Context: an optimization exercise on an open-source flow, tuned for small area and a short achievable clock period. The choices shown serve that exercise and are no tape-out recipe.
Function was checked by simulation only, so behaviour that the tests miss may differ from the original.
No activity file was given, so power comes from the tool's default toggle rates.

the reference run:
==> flow/design.v (excerpt) <==
module dram_addr_map (
    input  wire        clk,
    input  wire        rst,             
    input  wire [1:0]  cfg_bays,        
    input  wire [1:0]  cfg_first_quad,  
    input  wire [15:0] cfg_chan_mask,   
    input  wire [9:0]  cfg_cap_gib,     
    input  wire [2:0]  cfg_log2_nr,     
    input  wire        in_valid,
    input  wire [42:0] in_pa,
    output reg         out_valid,
    output reg  [3:0]  out_bay,
    output reg  [15:0] out_set,
    output reg  [20:0] out_tag,
    output reg         out_edge,
    output reg  [1:0]  out_slot,
    output reg  [3:0]  out_chan,
    output reg  [32:0] out_line,
    output reg         out_sub,
    output reg  [10:0] out_col,
    output reg  [2:0]  out_bg,
    output reg  [1:0]  out_bank,
    output reg  [3:0]  out_rank,
    output reg  [19:0] out_row
);
    function [2:0] add3(input [2:0] a, input [2:0] b);
        begin
            add3[0] = (a[0] & b[0]) | (a[1] & b[2]) | (a[2] & b[1]);
            add3[1] = (a[0] & b[1]) | (a[1] & b[0]) | (a[2] & b[2]);
            add3[2] = (a[0] & b[2]) | (a[1] & b[1]) | (a[2] & b[0]);
        end
    endfunction
    function ge10(input [9:0] a, input [9:0] b);
        reg [15:0] g, e;
        integer i, l;
        begin
            for (i = 0; i < 16; i = i + 1) begin
                g[i] = (i < 10) ? (a[i] & ~b[i]) : 1'b0;
                e[i] = (i < 10) ? ~(a[i] ^ b[i]) : 1'b1;
            end
            for (l = 1; l < 16; l = l * 2)
                for (i = 0; i < 16; i = i + 2 * l) begin
                    g[i] = g[i + l] | (e[i + l] & g[i]);
                    e[i] = e[i + l] & e[i];
                end
            ge10 = g[0] | e[0];
        end
    endfunction
    function [15:0] t_logic(input [6:0] x);
        reg [3:0] i;
        reg [1:0] p, f;
        reg       sb;
        reg [6:0] ms2;
        begin
  ...
Settings: LEC_CHECK=0, ABC_AREA=1, CAP_MARGIN=20, CORE_MARGIN=2, CORE_UTILIZATION=40, CTS_CLUSTER_DIAMETER=100, CTS_CLUSTER_SIZE=27, SLEW_MARGIN=20; clock period 22.0 ns.
standard.sh (not shown) runs the stock make flow with config.mk's settings and CLKGATE_MAP_FILE= SYNTH_SCRIPT=/design/flow/synth_recipe.tcl, a recipe that flattens the netlist after the stock synthesis.
==> flow/flow/run.sh <==
#!/bin/bash
# Standard layout (the standard.sh), with two changes made through the
# environment ORFS reads:
#  - plain buf_1 cells as the port buffers (buffer_ports otherwise picks a slow
#    delay buffer); every input and output port still gets one;
#  - timing repair aimed at a 16.5 ns setup margin on the design's clock,
#    i.e. the resizer works until paths fit in 22 - 16.5 ns. The SDC, the
#    clock period and all constraints are unchanged.
# All tool output goes to standard.log here and to ORFS's own logs under orfs/.
set -euo pipefail
export BUFFER_PORTS_ARGS="-buffer_cell sky130_fd_sc_hd__buf_1"
export SETUP_SLACK_MARGIN=16.5
bash standard.sh > standard.log 2>&1
The following lists how the trial run was set up differently from the reference run:
-- flow/design.v --
<<< the reference run, line 242
    wire        cn = cc[0];
    reg  [36:5] z_hi;
    reg  [36:5] v_ones, v_zeros;       
    integer     zi;
    always @(*) begin
        v_ones[5]  = 1'b1;
        v_zeros[5] = 1'b1;
        for (zi = 6; zi < 37; zi = zi + 1) begin
            v_ones[zi]  = v_ones[zi-1] & b1_v[zi-1];
            v_zeros[zi] = v_zeros[zi-1] & ~b1_v[zi-1];
        end
        for (zi = 5; zi < 37; zi = zi + 1)
            z_hi[zi] = b1_v[zi] ^ (cp & v_ones[zi]) ^ (cn & v_zeros[zi]);
    end
    wire [36:0] z = {z_hi, b1_pl + b1_ms2[4:0]};
>>> the trial run, line 242
    wire        cn = cc[0];
    reg  [36:5] z_hi;
    reg  [37:5] zc;                    
    integer     zi;
    always @(*) begin
        zc[5] = cp | cn;
        for (zi = 5; zi < 37; zi = zi + 1) begin
            zc[zi+1] = zc[zi] & (b1_v[zi] ^ cn);
            z_hi[zi] = b1_v[zi] ^ zc[zi];
        end
    end
    wire [36:0] z = {z_hi, b1_pl + b1_ms2[4:0]};
<<< the reference run, line 261
    wire [33:0] x34 = ({34{n3}} & es[33:0]) | ({34{n4}} & z[35:2]) |
                      ({34{n2}} & z[34:1]) | ({34{n1}} & z[33:0]);
    wire [32:0] x = {x34[32:2], in_edge ? z[1:0] : x34[1:0]};
    wire        in_edge = ge10(x34[33:24], c_cap);
    wire [1:0]  zmod = n3 ? hm : n4 ? z[1:0] : n2 ? {1'b0, z[0]} : 2'd0;
>>> the trial run, line 258
    wire [33:0] x34 = ({34{n3}} & es[33:0]) | ({34{n4}} & z[35:2]) |
                      ({34{n2}} & z[34:1]) | ({34{n1}} & z[33:0]);
    wire [32:0] x = x34[32:0];
    wire        in_edge = ge10(x34[33:24], c_cap);
    wire [1:0]  zmod = n3 ? hm : n4 ? z[1:0] : n2 ? {1'b0, z[0]} : 2'd0;
<<< the reference run, line 281
        out_tag  <= {1'b0, b1_st[35:16]};
        out_edge <= in_edge;
        out_slot <= in_edge ? z[1:0] : x34[1:0];
        out_chan <= {quad, cpos};
        out_line <= x;
>>> the trial run, line 278
        out_tag  <= {1'b0, b1_st[35:16]};
        out_edge <= in_edge;
        out_slot <= z[1:0];
        out_chan <= {quad, cpos};
        out_line <= x;
[summary]
Looking only at area fraction in compound gates after synthesis, and setting everything else aside, the lower value of the trial run and the reference run goes to the trial run. Compared with the reference run, the trial run shows a total cell area at the placement stage that is 2.8% higher. Of the trial run and the reference run, the run reporting the higher met1 track demand over resource was the trial run. Diff the reference run -> the trial run: met3 routing resource usage after global routing went up by 0.32 points, TritonCTS buffer count went up by 1, post-route clock period utilization was more or less identical, via count of the first global-routing pass went up by 7.5%. The trial run vs the reference run: highest net fanout along the worst path down.


== 10-03 ==
dram_addr_map, a different RTL version from the one above (not shown whole).
Size: ~2100 cells after synthesis, roughly 200 I/O pins, roughly 15000 sq um of cells after synthesis.
clock: 22.0 ns
lec_check: 0
abc_area: 1
cap_margin: 20
core_margin: 2
core_utilization: 40
cts_cluster_diameter: 100
cts_cluster_size: 27
slew_margin: 20
Scripts as last shown in full above: flow/flow/run.sh
10-03 finished all stages; the layout is clean.
What 04-22 does differently from 10-03 at the input level:
diff --git a/flow/design.v b/flow/design.v
--- a/flow/design.v
+++ b/flow/design.v
@@ -235,40 +235,35 @@
         es[0] = lm0 ? (aa[0] ^ yy[0] ^ ~b1_sb) : hd[0];
         es[1] = lm2 ? hd[1] : (aa[1] ^ yy[1] ^ ga[0]);
         for (ei = 2; ei < 34; ei = ei + 1)
             es[ei] = aa[ei] ^ yy[ei] ^ ga[ei - 1];
     end
     wire [1:0]  cc = carry5(b1_pl, {9'd0, b1_ms2});
     wire        cp = cc[1];
     wire        cn = cc[0];
     reg  [36:5] z_hi;
-    reg  [36:5] v_ones, v_zeros;       
+    reg  [37:5] zc;                    
     integer     zi;
     always @(*) begin
-        v_ones[5]  = 1'b1;
-        v_zeros[5] = 1'b1;
-        for (zi = 6; zi < 37; zi = zi + 1) begin
-            v_ones[zi]  = v_ones[zi-1] & b1_v[zi-1];
-            v_zeros[zi] = v_zeros[zi-1] & ~b1_v[zi-1];
-        end
-        for (zi = 5; zi < 37; zi = zi + 1)
-            z_hi[zi] = b1_v[zi] ^ (cp & v_ones[zi]) ^ (cn & v_zeros[zi]);
+        zc[5] = cp | cn;
+        for (zi = 5; zi < 37; zi = zi + 1) begin
+            zc[zi+1] = zc[zi] & (b1_v[zi] ^ cn);
+            z_hi[zi] = b1_v[zi] ^ zc[zi];
+        end
     end
     wire [36:0] z = {z_hi, b1_pl + b1_ms2[4:0]};
     wire        n2 = c_nh[2];
     wire        n3 = c_nh[3];
     wire        n4 = c_nh[4];
-    wire        n1 = ~n2 & ~n3 & ~n4;
-    wire [33:0] x34 = ({34{n3}} & es[33:0]) | ({34{n4}} & z[35:2]) |
-                      ({34{n2}} & z[34:1]) | ({34{n1}} & z[33:0]);
+    wire [33:0] x34 = n3 ? es[33:0] : n4 ? z[35:2] : n2 ? z[34:1] : z[33:0];
     wire [32:0] x = x34[32:0];
     wire        in_edge = ge10(x34[33:24], c_cap);
-    wire [1:0]  zmod = ({2{n3}} & hm) | ({2{n4}} & z[1:0]) | {1'b0, n2 & z[0]};
+    wire [1:0]  zmod = n3 ? hm : n4 ? z[1:0] : n2 ? {1'b0, z[0]} : 2'd0;
     wire [5:0] em = {zmod, mask};
     wire [1:0] cpos_z, cpos_0;
     assign cpos_z[0] = (em == 6'd2) | (em == 6'd6) | (em == 6'd8) | (em == 6'd10) | (em == 6'd14) | (em == 6'd19) | (em == 6'd23) | (em == 6'd25) | (em == 6'd26) | (em == 6'd27) | (em == 6'd28) | (em == 6'd31) | (em == 6'd43) | (em == 6'd45) | (em == 6'd46) | (em == 6'd63);
     assign cpos_z[1] = (em == 6'd4) | (em == 6'd8) | (em == 6'd12) | (em == 6'd21) | (em == 6'd22) | (em == 6'd25) | (em == 6'd26) | (em == 6'd28) | (em == 6'd29) | (em == 6'd30) | (em == 6'd39) | (em == 6'd43) | (em == 6'd45) | (em == 6'd46) | (em == 6'd47) | (em == 6'd63);
     assign cpos_0[0] = (mask == 4'd2) | (mask == 4'd6) | (mask == 4'd8) | (mask == 4'd10) | (mask == 4'd14);
     assign cpos_0[1] = (mask == 4'd4) | (mask == 4'd8) | (mask == 4'd12);
     wire [1:0] cpos = in_edge ? cpos_0 : cpos_z;
     wire [19:0] xh   = x[32:13];
     wire [19:0] row  = xh >> c_lg;
Notes after the runs:
- Comparing 10-03 with 04-22, the fraction of registers with async set or reset after synthesis came out essentially unchanged.
- Mux cell area share after synthesis: 10-03 vs 04-22, no meaningful difference
- Looking only at vertical die dimension, and setting everything else aside, the higher value of 04-22 and 10-03 goes to 04-22.
- On routed wire length, 04-22 does worse than 10-03.
- Diff 10-03 -> 04-22 | clock-net power | up by a few percent
- Data arrival at the endpoint of the critical path delta (10-03 -> 04-22): insignificant
- Delta (04-22 minus 10-03): via count now larger; number of inserted filler cells in the final layout now larger; portion of total power attributed to the clock network now larger.
- Compared with 10-03, 04-22 is hungrier on power.
- For the least setup slack across all paths after layout, 04-22 came in 0.0084 ns higher than 10-03 did.
- Compared 04-22 vs 10-03, and detailed route wirelength on metal3 is up in 04-22.
- Total placed cells including tap cells (higher): 04-22

re-timing with driven ports:
The results above use ideal ports. As a check the final layouts listed here were re-extracted and re-timed, cells and wires unchanged. Step 1 (the two cells are an assumption about what drives the block):
set clk [get_ports {clk}]
set_driving_cell -lib_cell sky130_fd_sc_hd__clkbuf_16 $clk
set_driving_cell -lib_cell sky130_fd_sc_hd__buf_2 [delete_from_list [all_inputs] $clk]
Step 2 also shifts input and output timing later by t, the mid clock arrival at the registers, as if the neighbouring blocks saw the same clock. Three values: no drivers, after step 1, after step 2; two values: the first two.
| run | t (ns) | setup slack, ns | clock arrival spread, ns | slew at the worst register clock pin (ns) | worst data-port slew with drivers (ns) |
|---|---|---|---|---|---|
| the reference run | 0.552 | 16.538 / 16.488 / 16.215 | 0.021 / 0.021 | 0.11 / 0.11 | 0.05 |
| the trial run | 0.550 | 16.563 / 16.515 / 16.091 | 0.021 / 0.021 | 0.10 / 0.10 | 0.08 |
| 10-03 | 0.556 | 16.579 / 16.525 / 16.165 | 0.017 / 0.017 | 0.11 / 0.11 | 0.06 |
| 04-22 | 0.554 | 16.587 / 16.532 / 16.094 | 0.026 / 0.026 | 0.11 / 0.11 | 0.07 |
After both steps every run listed still meets setup and hold. For 04-22, which loses most, drivers alone change the setup slack by -0.055 ns; drivers and shift together by -0.493 ns.
